This is an optimization exercise on Yosys and OpenROAD, whose aim is small area, not a production implementation.
Where RTL was checked, it was by simulation tests only, not by an equivalence proof against the original.
No activity file was given, so power comes from the tool's default toggle rates.

## flc_fine
module flc_fine (
    input  wire               clk,
    input  wire               rst,         
    input  wire               med_en,      
    input  wire [6:0]         r1,          
    input  wire [5:0]         r2,          
    input  wire [6:0]         ntap,        
    input  wire               coef_we,
    input  wire [5:0]         coef_addr,
    input  wire [23:0]        coef_data,   
    input  wire               bit_en,
    input  wire               bit_in,
    output reg                out_valid,
    output reg signed [26:0]  out_data
);
make LEC_CHECK=0 CAP_MARGIN=20 CORE_MARGIN=2 CORE_UTILIZATION=60 CTS_BUF_LIST=sky130_fd_sc_hd__clkbuf_16 CTS_CLUSTER_DIAMETER=80 CTS_CLUSTER_SIZE=30 PLACE_DENSITY=0.75 SLEW_MARGIN=20 finish   # period 13.0 ns
run.sh (not shown) runs the stock make flow with config.mk's settings and CLKGATE_MAP_FILE= SYNTH_SCRIPT=/design/flow/synth_recipe.tcl, a recipe that flattens the netlist after the stock synthesis.
Edit:
Settings changed: CORE_UTILIZATION 60 to 70, PLACE_DENSITY 0.75 to 0.85.
Effect:
- The new run completed with no timing, DRC or antenna violations
- synthesized cell count is unchanged
- wire length rises by about 7%
- clock power came out lower by about 1%
- global-route usage climbs by 5.7 points
- power stays flat
- design area barely changes
Edit:
Settings changed: CORE_UTILIZATION 70 to 40, CTS_BUF_LIST sky130_fd_sc_hd__clkbuf_16 to sky130_fd_sc_hd__clkbuf_8, CTS_CLUSTER_DIAMETER 80 to 60, CTS_CLUSTER_SIZE 30 to 16, PLACE_DENSITY 0.85 to 0.6.
=> The new run completed without violations; flip-flop and latch count does not change; hold slack is worse by 0.0053 ns; first-iteration DRC count fell by 19%; combinational power goes up by about 4%; setup slack gets better by 0.25 ns; utilization falls by 32 points; clock skew goes down by 0.023 ns; routed wire length went down by 1.9%.
Edit:
Settings changed: CAP_MARGIN 20 to 0, CORE_UTILIZATION 40 to 60, CTS_BUF_LIST sky130_fd_sc_hd__clkbuf_8 to sky130_fd_sc_hd__clkbuf_16, CTS_CLUSTER_DIAMETER 60 to 80, CTS_CLUSTER_SIZE 16 to 30, PLACE_DENSITY 0.6 to 0.75, SLEW_MARGIN 20 to 0.
Design area shrinks by 1.6%.
Combinational power goes down by about 5%.
Global-route usage came out higher by 6.9 points.
Clock-buffer cell count fell by 83.
First-iteration DRC count rises by 15%.
Maximum frequency shrinks by 0.57%.


Another version of the RTL of flc_fine (not shown whole).
For scale: about 6500 cells after synthesis, about 2400 flip-flops, roughly 0.078 mm^2 of cells after synthesis.
==> flow/config.mk <==
export PLATFORM = sky130hd
export DESIGN_NAME = flc_fine
export DESIGN_NICKNAME = flc_fine
export VERILOG_FILES = /design/flow/design.v
export SDC_FILE = /design/flow/constraint.sdc
export NUM_CORES = 4
export LEC_CHECK = 0
export CAP_MARGIN = 20
export CORE_MARGIN = 2
export CORE_UTILIZATION = 60
export CTS_BUF_LIST = sky130_fd_sc_hd__clkbuf_16
export CTS_CLUSTER_DIAMETER = 50
export CTS_CLUSTER_SIZE = 40
export PLACE_DENSITY = 0.75
export SLEW_MARGIN = 20
==> flow/constraint.sdc <==
create_clock -name core_clock -period 13.0 [get_ports {clk}]
set_input_delay 2.6000 -clock core_clock [delete_from_list [all_inputs] [get_ports {clk}]]
set_output_delay 2.6000 -clock core_clock [all_outputs]
set_load 0.01 [all_outputs]
The starting point produced a clean layout.
Rerun with:
CTS_CLUSTER_DIAMETER = 80   (was 50)
CTS_CLUSTER_SIZE = 30   (was 40)
What happened: The changed run ran to the end with no violations. Worst hold slack improves by 19 ps. First-iteration DRC count drops slightly. Critical path depth stays the same. Count of clock-buffer cells in the layout is lower by 48. Utilization decreases by 2.1 points. Cell area is lower by a few percent. Non-clock buffer count does not change. Total power decreases by roughly a tenth. Sequential power barely changes.


Another version of the RTL of flc_fine (not shown whole).
Size: ~6900 cells after synthesis, roughly 84 I/O pins, roughly 0.080 sq mm of cells after synthesis.
// flc_fine
module flc_fine (
    input  wire               clk,
    input  wire               rst,         
    input  wire               med_en,      
    input  wire [6:0]         r1,          
    input  wire [5:0]         r2,          
    input  wire [6:0]         ntap,        
    input  wire               coef_we,
    input  wire [5:0]         coef_addr,
    input  wire [23:0]        coef_data,   
    input  wire               bit_en,
    input  wire               bit_in,
    output reg                out_valid,
    output reg signed [26:0]  out_data
);
    reg [4:0] phi;
    wire      phi0 = (phi == 5'd0);
    wire      phil = (phi == 5'd19);
    always @(posedge clk)
        phi <= (phil || phi[4] && phi[3]) ? 5'd0 : phi + 5'd1;
    reg pbv, pb, ab;
    reg act, dec, fresh;
    reg [6:0] dec_cnt;
    reg [1:0] warm;
    wire start = phil && pbv;     
    reg [19:0] ri1, ri2, ri3, rc1, rc2, rc3;
    reg        c1, c2, c3, k1, k2, k3;
    wire i1 = fresh ? 1'b0 : ri1[19];
    wire i2 = fresh ? 1'b0 : ri2[19];
    wire i3 = fresh ? 1'b0 : ri3[19];
  ...
clock: 13.0 ns
lec_check: 0
cap_margin: 20
core_margin: 2
core_utilization: 40
cts_buf_list: sky130_fd_sc_hd__clkbuf_16
cts_cluster_diameter: 100
cts_cluster_size: 30
place_density: 0.6
slew_margin: 20
The starting point completed and failed the layout checks on setup timing.
Change:
--- a/flow/config.mk
+++ b/flow/config.mk
@@ -10,5 +10,5 @@
 export CORE_UTILIZATION = 40
-export CTS_BUF_LIST = sky130_fd_sc_hd__clkbuf_16
-export CTS_CLUSTER_DIAMETER = 100
-export CTS_CLUSTER_SIZE = 30
+export CTS_BUF_LIST = sky130_fd_sc_hd__clkbuf_8
+export CTS_CLUSTER_DIAMETER = 60
+export CTS_CLUSTER_SIZE = 16
 export PLACE_DENSITY = 0.6
Outcome: The changed run completed and failed the layout checks on setup timing. Global-route usage grows by 0.22 points. Power grows by about 0.66%. Sequential share of layout area shrinks by 0.28 points. Non-clock buffer count grows by 7.
Function was not checked in any run of this note: the RTL went through the layout flow alone.

[separate check: timing with driven ports]
No port has a modelled driver above. Below, the same layouts with a new extraction and two added sets of constraints.
Step 1: set_driving_cell puts a clkbuf_16 on clk and a buf_2 on each other input, an assumption about the parent block.
Step 2, shift: input delay + t, output delay - t, t = (earliest + latest rising clock arrival at the registers) / 2. This alone moves slack from input paths to output paths.
a / b / c = no drivers / after step 1 / after step 2; a / b = the first two.
run | t, ns | setup WS [ns] | hold slack, ns | worst setup path after step 2
the first run of note 1 | 0.811 | 0.499 / 0.555 / -0.256 | 0.299 / 0.299 / 0.299 | input to register
the second run of note 1 | 0.818 | 0.326 / 0.379 / -0.438 | 0.311 / 0.311 / 0.311 | input to register
the third run of note 1 | 0.987 | 0.571 / 0.628 / -0.359 | 0.305 / 0.305 / 0.305 | input to register
the fourth run of note 1 | 0.811 | 0.499 / 0.555 / -0.256 | 0.299 / 0.299 / 0.299 | input to register
the first run of note 2 | 0.887 | 0.342 / 0.403 / -0.484 | 0.288 / 0.288 / 0.288 | input to register
the second run of note 2 | 0.819 | 0.448 / 0.501 / -0.318 | 0.307 / 0.307 / 0.307 | input to register
the first run of note 3 | 0.843 | -0.753 / -0.710 / -1.553 | 0.299 / 0.299 / 0.299 | input to register
the second run of note 3 | 1.014 | -0.500 / -0.489 / -1.502 | 0.294 / 0.294 / 0.294 | input to register
Met with ideal ports but missed after step 2: setup timing in 6 of these runs. The setup slack of the second run of note 3, which loses most, moves by +0.011 ns with the drivers and by -1.002 ns with both steps.
